Context: an optimization exercise on an open-source flow, tuned for small area, a short achievable clock period and few clock cycles per item. The choices shown serve that exercise and are no tape-out recipe. Only simulation tests tie the RTL to the original design; equivalence was not proved. No driver is modelled on the clock port, so clock power and skew are understated where the tree is cut down; a real chip needs a root buffer or a tree. Power and IR drop assume default switching activity.

==> wip/harbor: inputs <==
==> flow/design.v <==
module h16_bfly (
    input  wire        clk,
    input  wire        rst,
    input  wire        in_valid,
    input  wire [15:0] in_a,
    input  wire [15:0] in_b,
    input  wire        in_half,
    output reg         out_valid,
    output reg  [15:0] out_sum,
    output reg  [15:0] out_diff
);
    localparam [1:0] K_NUM = 2'd0, K_ZERO = 2'd1, K_INF = 2'd2, K_NAN = 2'd3;
    reg        v0, h0;
    reg [15:0] a0, b0;
    always @(posedge clk) begin
        a0 <= in_a;
        b0 <= in_b;
        h0 <= in_half;
        v0 <= in_valid & ~rst;
    end
    function automatic gtf(input [14:0] x, input [14:0] y);
        reg [1:0] r;
        integer i;
        begin
            r = 2'b01;
            for (i = 0; i < 15; i = i + 1)
                r = {(x[i] & ~y[i]) | (~(x[i] ^ y[i]) & r[1]), ~(x[i] ^ y[i]) & r[0]};
            gtf = r[1];
        end
    endfunction
    wire       sa = a0[15], sb = b0[15];
    wire [7:0] ea = a0[14:7], eb = b0[14:7];
    wire       a_sub = ea == 8'd0, b_sub = eb == 8'd0;
    wire       a_max = &ea, b_max = &eb;
    wire       a_nan = a_max && (a0[6:0] != 7'd0);
    wire       b_nan = b_max && (b0[6:0] != 7'd0);
    wire       a_inf = a_max && (a0[6:0] == 7'd0);
    wire       b_inf = b_max && (b0[6:0] == 7'd0);
    wire [7:0] ma = {~a_sub, a0[6:0]}, mb = {~b_sub, b0[6:0]};
    wire [7:0] xa = {ea[7:1], ea[0] | a_sub}, xb = {eb[7:1], eb[0] | b_sub};
    wire       swap = gtf(b0[14:0], a0[14:0]);
    wire       same = b0[14:0] == a0[14:0];
    wire       zz   = (a0[14:0] == 15'd0) && (b0[14:0] == 15'd0);
    wire [7:0] mx   = swap ? mb : ma;
    wire [7:0] my   = swap ? ma : mb;
    wire [7:0] xx   = swap ? xb : xa;
    wire [7:0] xy   = swap ? xa : xb;
    wire [7:0] d    = xx - xy;
    wire [3:0] ds   = d[3:0] | {4{d[7:4] != 4'd0}};
    wire [7:0] lim  = xx - {7'd0, h0};
    wire       add_sum = sa == sb;
    wire       s_sgn = swap ? sb : sa;
    wire       d_sgn = swap ? ~sb : sa;
    wire       nan_in = a_nan | b_nan;
    reg  [1:0] s_kind, d_kind;
    reg        s_sg, d_sg;
    always @* begin
        s_sg = s_sgn;
        d_sg = d_sgn;
        if (nan_in || (a_inf && b_inf && !add_sum)) begin
            s_kind = K_NAN;  s_sg = 1'b0;
        end else if (a_inf) begin
            s_kind = K_INF;  s_sg = sa;
        end else if (b_inf) begin
            s_kind = K_INF;  s_sg = sb;
        end else if (zz || (same && !add_sum)) begin
            s_kind = K_ZERO; s_sg = sa & sb;
        end else begin
            s_kind = K_NUM;
        end
        if (nan_in || (a_inf && b_inf && add_sum)) begin
            d_kind = K_NAN;  d_sg = 1'b0;
        end else if (a_inf) begin
            d_kind = K_INF;  d_sg = sa;
        end else if (b_inf) begin
            d_kind = K_INF;  d_sg = ~sb;
        end else if (zz || (same && add_sum)) begin
            d_kind = K_ZERO; d_sg = sa & ~sb;
        end else begin
            d_kind = K_NUM;
        end
    end
    reg        v1, add_sum1, s_sg1, d_sg1;
    reg [1:0]  s_kind1, d_kind1;
    reg [7:0]  mx1, my1, lim1;
    reg [3:0]  ds1;
    always @(posedge clk) begin
        v1 <= v0 & ~rst;
        add_sum1 <= add_sum;
        s_sg1 <= s_sg;  d_sg1 <= d_sg;
        s_kind1 <= s_kind;  d_kind1 <= d_kind;
        mx1 <= mx;  my1 <= my;  lim1 <= lim;  ds1 <= ds;
    end
    wire [21:0] sh  = {my1, 3'b000, 11'd0} >> ds1;
    wire [11:0] opy = {1'b0, sh[21:12], sh[11] | (sh[10:0] != 11'd0)};
    wire [11:0] opx = {1'b0, mx1, 3'b000};
    wire [11:0] ra  = opx + opy;
    wire [11:0] rs  = opx - opy;
    wire        la  = ~ra[11] & (lim1 != 8'd0);
    wire [11:0] na  = la ? {ra[10:0], 1'b0} : ra;
    wire [11:0] mk  = (lim1 > 8'd11) ? 12'd0 : (12'h800 >> lim1[3:0]);
    wire [11:0] rm  = {1'b0, rs[10:0]} | mk;
    reg  [3:0]  ls;
    integer k;
    always @* begin
        ls = 4'd0;
        for (k = 0; k < 12; k = k + 1)
            if (rm[k]) ls = 4'd11 - k[3:0];
    end
    reg        v2, add_sum2, s_sg2, d_sg2, la2;
    reg [1:0]  s_kind2, d_kind2;
    reg [7:0]  lim2;
    reg [9:0]  na2;
    reg [10:0] rs2;
    reg [3:0]  ls2;
    always @(posedge clk) begin
        v2 <= v1 & ~rst;
        add_sum2 <= add_sum1;
        s_sg2 <= s_sg1;  d_sg2 <= d_sg1;
        s_kind2 <= s_kind1;  d_kind2 <= d_kind1;
        lim2 <= lim1;  la2 <= la;
        na2 <= {na[11:3], na[2:0] != 3'd0};
        rs2 <= rs[10:0];  ls2 <= ls;
    end
    function automatic [15:0] rnd_enc(input [8:0] em1, input [9:0] n);
        reg up;
        begin
            up = n[1] & (n[2] | n[0]);
            rnd_enc = {em1 + {8'd0, n[9]}, n[8:2]} + {15'd0, up};
        end
    endfunction
    wire [15:0] enca = rnd_enc({1'b0, lim2} - {8'd0, la2}, na2);
    wire [11:0] ns   = {1'b0, rs2} << ls2;
    wire [15:0] encs = rnd_enc({1'b0, lim2} - {5'd0, ls2}, {ns[11:3], ns[2:0] != 3'd0});
    function automatic [15:0] fin(input [1:0] kind, input sg, input [15:0] enc);
        reg isnum;
        begin
            isnum = kind == K_NUM;
            fin[15]   = sg;
            fin[14:7] = isnum ? (enc[14:7] | {8{enc[15]}}) : {8{kind[1]}};
            fin[6:0]  = (enc[6:0] & {7{isnum & ~enc[15] & ~(&enc[14:7])}}) | {kind == K_NAN, 6'd0};
        end
    endfunction
    always @(posedge clk) begin
        if (rst) out_valid <= 1'b0;
        else     out_valid <= v2;
        out_sum  <= fin(s_kind2, s_sg2, add_sum2 ? enca : encs);
        out_diff <= fin(d_kind2, d_sg2, add_sum2 ? encs : enca);
    end
endmodule
==> flow/flow/run.sh <==
#!/bin/bash
# The standard layout, with plain buf_2 cells as the port buffers in place of
# the delay buffers the placer picks by default. Every port still gets one.
set -euo pipefail
bash standard.sh synth > synth.log 2>&1
bash standard.sh BUFFER_PORTS_ARGS="-buffer_cell sky130_fd_sc_hd__buf_2" finish > layout.log 2>&1
==> flow/standard.sh <==
#!/bin/bash
# synth_recipe.tcl (not shown) runs the flow's synth.tcl, then flattens the netlist and writes it again
# the make line also repeats each setting of config.mk as NAME=value (left out here)
make -C /OpenROAD-flow-scripts/flow DESIGN_CONFIG=/design/flow/config.mk WORK_HOME=/design/flow/orfs CLKGATE_MAP_FILE= SYNTH_SCRIPT=/design/flow/synth_recipe.tcl "${@:-finish}"
==> flow/config.mk <==
export PLATFORM = sky130hd
export DESIGN_NAME = h16_bfly
export DESIGN_NICKNAME = h16_bfly
export VERILOG_FILES = /design/flow/design.v
export SDC_FILE = /design/flow/constraint.sdc
export NUM_CORES = 4
export LEC_CHECK = 0
export ABC_AREA = 1
export CAP_MARGIN = 20
export CORE_MARGIN = 2
export CORE_UTILIZATION = 55
export SLEW_MARGIN = 20
==> flow/constraint.sdc <==
create_clock -name core_clock -period 20.0 [get_ports {clk}]
set_input_delay 4.0000 -clock core_clock [delete_from_list [all_inputs] [get_ports {clk}]]
set_output_delay 4.0000 -clock core_clock [all_outputs]
set_load 0.01 [all_outputs]
==> wip/tundra: changes against wip/harbor <==
--- a/flow/design.v
+++ b/flow/design.v
@@ -123,14 +123,28 @@
         rs2 <= rs[10:0];  ls2 <= ls;
     end
-    function automatic [15:0] rnd_enc(input [8:0] em1, input [9:0] n);
+    function automatic [8:0] inc9(input [8:0] x, input c);
+        reg [8:0] p;
+        integer i;
+        begin
+            p[0] = 1'b1;
+            for (i = 1; i < 9; i = i + 1)
+                p[i] = p[i-1] & x[i-1];
+            inc9 = x ^ (p & {9{c}});
+        end
+    endfunction
+    function automatic [15:0] rnd_enc(input [8:0] e, input [8:0] n);
         reg up;
+        reg [8:0] f;
         begin
             up = n[1] & (n[2] | n[0]);
-            rnd_enc = {em1 + {8'd0, n[9]}, n[8:2]} + {15'd0, up};
+            f  = inc9({1'b0, n[8:2], 1'b1}, up);
+            rnd_enc = {e + {8'd0, f[8]}, f[7:1]};
         end
     endfunction
-    wire [15:0] enca = rnd_enc({1'b0, lim2} - {8'd0, la2}, na2);
+    wire [8:0]  exa  = {1'b0, lim2} + {{8{la2 & ~na2[9]}}, la2 ^ na2[9]};
+    wire [15:0] enca = rnd_enc(exa, na2[8:0]);
     wire [11:0] ns   = {1'b0, rs2} << ls2;
-    wire [15:0] encs = rnd_enc({1'b0, lim2} - {5'd0, ls2}, {ns[11:3], ns[2:0] != 3'd0});
+    wire [8:0]  exs  = ({1'b0, lim2} + 9'd1 - {5'd0, ls2}) & {9{ns[11]}};
+    wire [15:0] encs = rnd_enc(exs, {ns[10:3], ns[2:0] != 3'd0});
     function automatic [15:0] fin(input [1:0] kind, input sg, input [15:0] enc);
         reg isnum;
==> flow/flow/run.sh (replaced) <==
#!/bin/bash
# The standard layout, with plain buf_2 cells as the port buffers in place of
# the delay buffers the placer picks by default (every port still gets one),
# and, after CTS, a one-level clock tree (flow/mycts.tcl): the clock port
# drives four clkbuf_16 cells, each feeding one cluster of registers.
set -euo pipefail
bash standard.sh synth > synth.log 2>&1
bash standard.sh \
  BUFFER_PORTS_ARGS="-buffer_cell sky130_fd_sc_hd__buf_2" \
  CTS_ARGS="-sink_clustering_enable -repair_clock_nets -dont_use_dummy_load -buf_list sky130_fd_sc_hd__clkbuf_8 -root_buf sky130_fd_sc_hd__clkbuf_16" \
  POST_CTS_TCL="$PWD/flow/mycts.tcl" \
  finish > layout.log 2>&1
==> flow/flow/mycts.tcl (new file) <==
# Replace the clock tree that CTS built with a one-level tree: the clock port
# drives NBUF clkbuf_16 cells, each driving the registers of one cluster
# (k-means on the register locations). All registers get the same tree depth.
set nbuf 4
if {[info exists ::env(MYCTS_NBUF)]} { set nbuf $::env(MYCTS_NBUF) }
set db [ord::get_db]
set block [ord::get_db_block]
set clk [$block findNet clk]
set bufmaster [$db findMaster sky130_fd_sc_hd__clkbuf_16]

# walk the clock network from the port
set sinks {}
set tree_insts {}
set tree_nets {}
set todo [list $clk]
while {[llength $todo] > 0} {
  set net [lindex $todo 0]
  set todo [lrange $todo 1 end]
  foreach it [$net getITerms] {
    if {![$it isInputSignal]} { continue }
    set inst [$it getInst]
    set mname [[$inst getMaster] getName]
    if {[regexp {__df} $mname]} {
      lappend sinks $it
    } elseif {[regexp {__(clkbuf|clkinv|buf|inv)} $mname]} {
      lappend tree_insts $inst
      foreach ot [$inst getITerms] {
        if {[$ot isOutputSignal] && [$ot getNet] ne "NULL"} {
          lappend todo [$ot getNet]
          lappend tree_nets [$ot getNet]
        }
      }
    } else {
      puts "mycts: unexpected clock load [$inst getName] $mname"
      exit 1
    }
  }
}
puts "mycts: [llength $sinks] register clock pins, removing [llength $tree_insts] tree cells"

# register locations
set pts {}
foreach it $sinks {
  set bb [[$it getInst] getBBox]
  lappend pts [list [expr {([$bb xMin] + [$bb xMax]) / 2.0}] [expr {([$bb yMin] + [$bb yMax]) / 2.0}]]
}
# take the tree apart
foreach it $sinks { $it disconnect }
foreach inst $tree_insts { odb::dbInst_destroy $inst }
foreach net $tree_nets { odb::dbNet_destroy $net }

# k-means, seeded along the diagonal of the registers' bounding box
set n [llength $pts]
set xs [lsort -real [lmap p $pts {lindex $p 0}]]
set ys [lsort -real [lmap p $pts {lindex $p 1}]]
set cen {}
for {set k 0} {$k < $nbuf} {incr k} {
  set i [expr {int(($k + 0.5) * $n / $nbuf)}]
  lappend cen [list [lindex $xs $i] [lindex $ys [expr {$n - 1 - $i}]]]
}
set asg [lrepeat $n 0]
for {set iter 0} {$iter < 50} {incr iter} {
  for {set j 0} {$j < $n} {incr j} {
    set p [lindex $pts $j]
    set best 0; set bd 1e30
    for {set k 0} {$k < $nbuf} {incr k} {
      set c [lindex $cen $k]
      set dd [expr {abs([lindex $p 0] - [lindex $c 0]) + abs([lindex $p 1] - [lindex $c 1])}]
      if {$dd < $bd} { set bd $dd; set best $k }
    }
    lset asg $j $best
  }
  for {set k 0} {$k < $nbuf} {incr k} {
    set sx 0; set sy 0; set m 0
    for {set j 0} {$j < $n} {incr j} {
      if {[lindex $asg $j] == $k} {
        set sx [expr {$sx + [lindex $pts $j 0]}]; set sy [expr {$sy + [lindex $pts $j 1]}]; incr m
      }
    }
    if {$m > 0} { lset cen $k [list [expr {$sx / $m}] [expr {$sy / $m}]] }
  }
}

# balance the clusters: give each register, nearest pairs first, to the
# nearest centre that still has room, then move the centres; repeat
set cap [expr {($n + $nbuf - 1) / $nbuf}]
for {set iter 0} {$iter < 10} {incr iter} {
  set pairs {}
  for {set j 0} {$j < $n} {incr j} {
    set p [lindex $pts $j]
    for {set k 0} {$k < $nbuf} {incr k} {
      set c [lindex $cen $k]
      lappend pairs [list [expr {abs([lindex $p 0] - [lindex $c 0]) + abs([lindex $p 1] - [lindex $c 1])}] $j $k]
    }
  }
  set pairs [lsort -real -index 0 $pairs]
  set asg [lrepeat $n -1]
  set cnt [lrepeat $nbuf 0]
  foreach pr $pairs {
    lassign $pr dd j k
    if {[lindex $asg $j] >= 0 || [lindex $cnt $k] >= $cap} { continue }
    lset asg $j $k
    lset cnt $k [expr {[lindex $cnt $k] + 1}]
  }
  for {set k 0} {$k < $nbuf} {incr k} {
    set sx 0; set sy 0; set m 0
    for {set j 0} {$j < $n} {incr j} {
      if {[lindex $asg $j] == $k} {
        set sx [expr {$sx + [lindex $pts $j 0]}]; set sy [expr {$sy + [lindex $pts $j 1]}]; incr m
      }
    }
    if {$m > 0} { lset cen $k [list [expr {$sx / $m}] [expr {$sy / $m}]] }
  }
}

for {set k 0} {$k < $nbuf} {incr k} {
  set inst [odb::dbInst_create $block $bufmaster "clkbuf_leaf_$k"]
  set net [odb::dbNet_create $block "clknet_leaf_$k"]
  $net setSigType CLOCK
  [$inst findITerm A] connect $clk
  [$inst findITerm X] connect $net
  set c [lindex $cen $k]
  $inst setLocation [expr {int([lindex $c 0])}] [expr {int([lindex $c 1])}]
  $inst setPlacementStatus PLACED
  set m 0
  for {set j 0} {$j < $n} {incr j} {
    if {[lindex $asg $j] == $k} { [lindex $sinks $j] connect $net; incr m }
  }
  puts "mycts: clkbuf_leaf_$k drives $m registers"
}
$clk setSigType CLOCK
detailed_placement
check_placement -verbose
estimate_parasitics -placement
report_clock_latency
report_clock_skew
==> wip/pepper: changes against wip/harbor <==
--- a/flow/design.v
+++ b/flow/design.v
@@ -123,14 +123,28 @@
         rs2 <= rs[10:0];  ls2 <= ls;
     end
-    function automatic [15:0] rnd_enc(input [8:0] em1, input [9:0] n);
+    function automatic [8:0] inc9(input [8:0] x, input c);
+        reg [8:0] p;
+        integer i;
+        begin
+            p[0] = 1'b1;
+            for (i = 1; i < 9; i = i + 1)
+                p[i] = p[i-1] & x[i-1];
+            inc9 = x ^ (p & {9{c}});
+        end
+    endfunction
+    function automatic [15:0] rnd_enc(input [8:0] e, input [8:0] n);
         reg up;
+        reg [8:0] f;
         begin
             up = n[1] & (n[2] | n[0]);
-            rnd_enc = {em1 + {8'd0, n[9]}, n[8:2]} + {15'd0, up};
+            f  = inc9({1'b0, n[8:2], 1'b1}, up);
+            rnd_enc = {e + {8'd0, f[8]}, f[7:1]};
         end
     endfunction
-    wire [15:0] enca = rnd_enc({1'b0, lim2} - {8'd0, la2}, na2);
+    wire [8:0]  exa  = {1'b0, lim2} + {{8{la2 & ~na2[9]}}, la2 ^ na2[9]};
+    wire [15:0] enca = rnd_enc(exa, na2[8:0]);
     wire [11:0] ns   = {1'b0, rs2} << ls2;
-    wire [15:0] encs = rnd_enc({1'b0, lim2} - {5'd0, ls2}, {ns[11:3], ns[2:0] != 3'd0});
+    wire [8:0]  exs  = ({1'b0, lim2} + 9'd1 - {5'd0, ls2}) & {9{ns[11]}};
+    wire [15:0] encs = rnd_enc(exs, {ns[10:3], ns[2:0] != 3'd0});
     function automatic [15:0] fin(input [1:0] kind, input sg, input [15:0] enc);
         reg isnum;
==> flow/flow/run.sh (replaced) <==
#!/bin/bash
# The standard layout, with plain buf_2 cells as the port buffers in place of
# the delay buffers the placer picks by default (every port still gets one),
# and a clock tree of clkbuf_8 cells (clkbuf_16 at the root) without dummy loads.
set -euo pipefail
bash standard.sh synth > synth.log 2>&1
bash standard.sh \
  BUFFER_PORTS_ARGS="-buffer_cell sky130_fd_sc_hd__buf_2" \
  CTS_ARGS="-sink_clustering_enable -repair_clock_nets -dont_use_dummy_load -buf_list sky130_fd_sc_hd__clkbuf_8 -root_buf sky130_fd_sc_hd__clkbuf_16 -sink_clustering_size 30" \
  finish > layout.log 2>&1
==> comparison table <==
item                                                             wip/tundra  wip/pepper  wip/harbor
Final worst hold slack                                               341 ps      310 ps      324 ps
Final HPWL from detailed placement                                 13800 µm    13800 µm    14700 µm
Placement-stage cell area                                          8820 µm²    8820 µm²    8840 µm²
Overall routing resource usage                                        21.5%       22.3%       23.4%
Run status                                 no timing/DRC/antenna violations  no timing/DRC/antenna violations  no timing/DRC/antenna violations
Die area                                                          16200 µm²   16200 µm²   16200 µm²
Post-route fraction of the period consumed by the critical path       23.1%       24.0%       24.3%
Met3 layer wire length in the routed design                          451 µm      632 µm      697 µm
Area used by multi-input combinational logic                       4660 µm²    4660 µm²    4730 µm²
Via-per-instance ratio                                                 5.05        5.04        5.10
Bufs on Longest Clock Path                                                -           2           2
Switching part of the total                                           41.2%       40.6%       39.8%
Count of instances resized after the clock tree is built                  -           0           0
Power share of the clock group                                        11.1%       16.7%       28.0%
Number of cells on the worst reg-to-reg path                             24          24          29
Proportion of cell area spent on the clock network                        -       2.70%       7.15%
Int Pwr                                                              551 µW      594 µW      783 µW
Launch instance of the worst register-to-register path               ls2[0]      ls2[0]       a0[2]
Xor and xnor fraction of the mapped netlist area                      4.10%       4.10%       5.34%
Register-to-Register Setup Slack                                   16100 ps    16070 ps    15530 ps
Power density cells                                              105 nW/µm²  110 nW/µm²  136 nW/µm²
Testbench counts of wip/harbor, summed over its fixed seeds: cycles 24,032, items 24,000.
Testbench counts of wip/tundra, summed over its fixed seeds: cycles 24,032, items 24,000.
Testbench counts of wip/pepper, summed over its fixed seeds: cycles 24,032, items 24,000.
The clock cells of wip/tundra come from the design's own scripts or RTL, not from TritonCTS.

re-timing with driven ports:
In the flow no input, the clock included, has a driving cell. The finished layouts below were timed again as built, in two steps.
Step 1 sets driving cells, clkbuf_16 on the clock port and buf_2 on the other inputs (assumed; they add their load-dependent delay and slew).
Step 2 moves the port delays by t, midway between the first and last clock arrival at a register: inputs arrive t later, outputs are due t later. That takes back most of the time a late clock gives input paths.
a / b / c = no drivers / after step 1 / after step 2; a / b = the first two.
run | shift t [ns] | setup WS [ns] | worst setup path at the end
wip/harbor | 0.461 | 15.141 / 15.100 / 15.528 | register to register
wip/tundra | 0.269 | 15.375 / 15.282 / 15.551 | register to output
wip/pepper | 0.406 | 15.194 / 15.151 / 15.558 | register to output
After both steps every run listed still meets setup and hold.
